What follows belongs to an exercise in optimizing a design on an open flow for small area, a short achievable clock period and few clock cycles per item; a production flow would make more cautious choices.

## prl_tag_engine
module prl_tag_engine (
    input  wire         clk,
    input  wire         rst,           
    input  wire         cmd_valid,
    output wire         cmd_ready,
    input  wire [1:0]   cmd_op,        
    input  wire [1:0]   cmd_ksel,      
    input  wire [255:0] cmd_key,       
    input  wire [47:0]  cmd_frame,     
    input  wire [4:0]   cmd_pair,
    input  wire [7:0]   cmd_place,
    input  wire [7:0]   cmd_where,
    input  wire [3:0]   cmd_elem,
    input  wire [11:0]  cmd_obj,
    input  wire [2:0]   cmd_kind,
    input  wire [7:0]   cmd_state,
    output wire         tag_valid,
    input  wire         tag_ready,
    output wire [63:0]  tag,
    output wire         key_a_present,
    output wire         key_b_present
);
export LEC_CHECK = 0
export CAP_MARGIN = 20
export CORE_MARGIN = 2
export CORE_UTILIZATION = 25
export PLACE_DENSITY = 0.45
export SETUP_SLACK_MARGIN = 4.7
export SLEW_MARGIN = 20
create_clock -name core_clock -period 8.0 [get_ports {clk}]
run.sh (not shown) runs the stock make flow with config.mk's settings and CLKGATE_MAP_FILE= SYNTH_SCRIPT=/design/flow/synth_recipe.tcl, a recipe that flattens the netlist after the stock synthesis.
The baseline finished clean.
Change:
- CTS_CLUSTER_DIAMETER: not set -> 70
- CTS_CLUSTER_SIZE: not set -> 24
Routed wire length fell slightly.
Clock-buffer cell count fell by 119.
Setup slack loses 0.11 ns.
Cell count fell slightly.
Global-route usage is about the same.
Clock skew fell by 0.040 ns.
Function was not checked in any run of this note: the RTL went through the layout flow alone.

========
prl_tag_engine, a different RTL version from the one above (not shown whole).
For scale: ~15000 cells after synthesis, about 2800 flip-flops, ~150000 sq um of cells after synthesis.
clock: 8.0 ns
lec_check: 0
cap_margin: 20
core_margin: 2
core_utilization: 25
cts_cluster_diameter: 100
cts_cluster_size: 20
place_density: 0.45
setup_slack_margin: 5
slew_margin: 20
The baseline produced a clean layout.
Then changed:
- SETUP_SLACK_MARGIN: 5 -> 4.5
The new run finished clean.
Core utilization decreases by 3.5 points.
Count of clock-buffer cells in the layout falls by 6.
Via count drops by 4.2%.
Synthesized area is unchanged.
Die area is unchanged.
Fmax decreases by 6.7%.
No run of this note included a check of the RTL's function; only the layout flow was run.

========
== v19 ==
Starting RTL as in the previous note.
==> flow/config.mk <==
export PLATFORM = sky130hd
export DESIGN_NAME = prl_tag_engine
export DESIGN_NICKNAME = prl_tag_engine
export VERILOG_FILES = /design/flow/design.v
export SDC_FILE = /design/flow/constraint.sdc
export NUM_CORES = 8
export LEC_CHECK = 0
export CAP_MARGIN = 20
export CORE_MARGIN = 2
export CORE_UTILIZATION = 25
export CTS_CLUSTER_DIAMETER = 100
export CTS_CLUSTER_SIZE = 20
export PLACE_DENSITY = 0.45
export SETUP_SLACK_MARGIN = 4.2
export SLEW_MARGIN = 20
==> flow/constraint.sdc <==
create_clock -name core_clock -period 8.0 [get_ports {clk}]
set_input_delay 1.6000 -clock core_clock [delete_from_list [all_inputs] [get_ports {clk}]]
set_output_delay 1.6000 -clock core_clock [all_outputs]
set_load 0.01 [all_outputs]
What v17 does differently from v19 at the input level:
Settings: swapping 4.2 for 4.7 in SETUP_SLACK_MARGIN.
### Flow results
v17 reached the end of the flow, and the finished layout is clean on the timing, design-rule and antenna checks. The via count reported for v17 is higher than the one for v19. [v17 vs v19] final worst clock skew: higher in v17. v17 ends up with lower clock period minus final worst setup slack than v19 does. v19 has a lower met3 routed wirelength than v17. Diff v19..v17 | H-tree depth | unchanged. v17: non-clock buffer count is 215 higher than what v19 reported.
No functional check of the RTL was part of any run of this note.

========
prl_tag_engine again, from the RTL that the note above started with.
Settings: LEC_CHECK=0, CAP_MARGIN=20, CORE_MARGIN=2, CORE_UTILIZATION=25, CTS_CLUSTER_DIAMETER=100, CTS_CLUSTER_SIZE=20, PLACE_DENSITY=0.45, SETUP_SLACK_MARGIN=4.7, SLEW_MARGIN=20; clock period 8.0 ns.
standard.sh (not shown) runs the stock make flow with config.mk's settings and CLKGATE_MAP_FILE= SYNTH_SCRIPT=/design/flow/synth_recipe.tcl, a recipe that flattens the netlist after the stock synthesis.
==> flow/flow/run.sh <==
#!/bin/bash
set -euo pipefail
bash standard.sh "BUFFER_PORTS_ARGS=-buffer_cell sky130_fd_sc_hd__buf_1" finish > flow_make.log 2>&1
The first run finished with timing, DRC and antenna clean.
Edit:
==> flow/run.sh (new file) <==
#!/bin/bash
# synth_recipe.tcl (not shown) runs the flow's synth.tcl, then flattens the netlist and writes it again
# the make line also repeats each setting of config.mk as NAME=value (left out here)
make -C /OpenROAD-flow-scripts/flow DESIGN_CONFIG=/design/flow/config.mk WORK_HOME=/design/flow/orfs CLKGATE_MAP_FILE= SYNTH_SCRIPT=/design/flow/synth_recipe.tcl finish
Settings changed: ABC_AREA set to 1.
removed: flow/flow/run.sh
removed: flow/standard.sh
Setup slack got worse by 0.16 ns.
Utilization goes down by 0.79 points.
Clock skew climbs by 0.030 ns.
Routed wire length goes up by 35%.
First-iteration DRC count grows by about 40%.
Design area grows by about 7%.
Function was not checked in any run of this note: the RTL went through the layout flow alone.

-- separate check: timing with driven ports --
How much do the figures lean on ideal ports? The routed layouts below were timed once more, with nothing changed but the port constraints.
Step 1 assumes that a clkbuf_16 drives the clock port and a buf_2 every other input.
Step 2 also shifts input and output timing later by t, the mid clock arrival at the registers, as if the neighbouring blocks saw the same clock.
a / b / c = no drivers / after step 1 / after step 2; a / b = the first two.
| run | t, ns | slack for setup (ns) | hold WS [ns] |
|---|---|---|---|
| the first run of note 1 | 1.000 | 4.744 / 4.665 / 3.936 | 0.244 / 0.244 / 0.244 |
| the second run of note 1 | 0.949 | 4.637 / 4.637 / 3.984 | 0.327 / 0.327 / 0.327 |
| the first run of note 2 | 1.079 | 4.648 / 4.515 / 4.077 | 0.302 / 0.302 / 0.302 |
| the second run of note 2 | 1.058 | 4.408 / 4.408 / 3.620 | 0.310 / 0.310 / 0.310 |
| v19 | 1.063 | 4.218 / 4.157 / 3.346 | 0.306 / 0.306 / 0.306 |
| v17 | 1.061 | 4.629 / 4.503 / 3.892 | 0.305 / 0.305 / 0.305 |
| the first run of note 4 | 1.075 | 4.585 / 4.449 / 3.962 | 0.322 / 0.322 / 0.322 |
| the second run of note 4 | 1.119 | 4.427 / 4.291 / 3.705 | 0.303 / 0.303 / 0.303 |
After both steps setup and hold are still met in every run listed. For v19, which loses most, drivers alone change the setup slack by -0.061 ns; drivers and shift together by -0.872 ns.
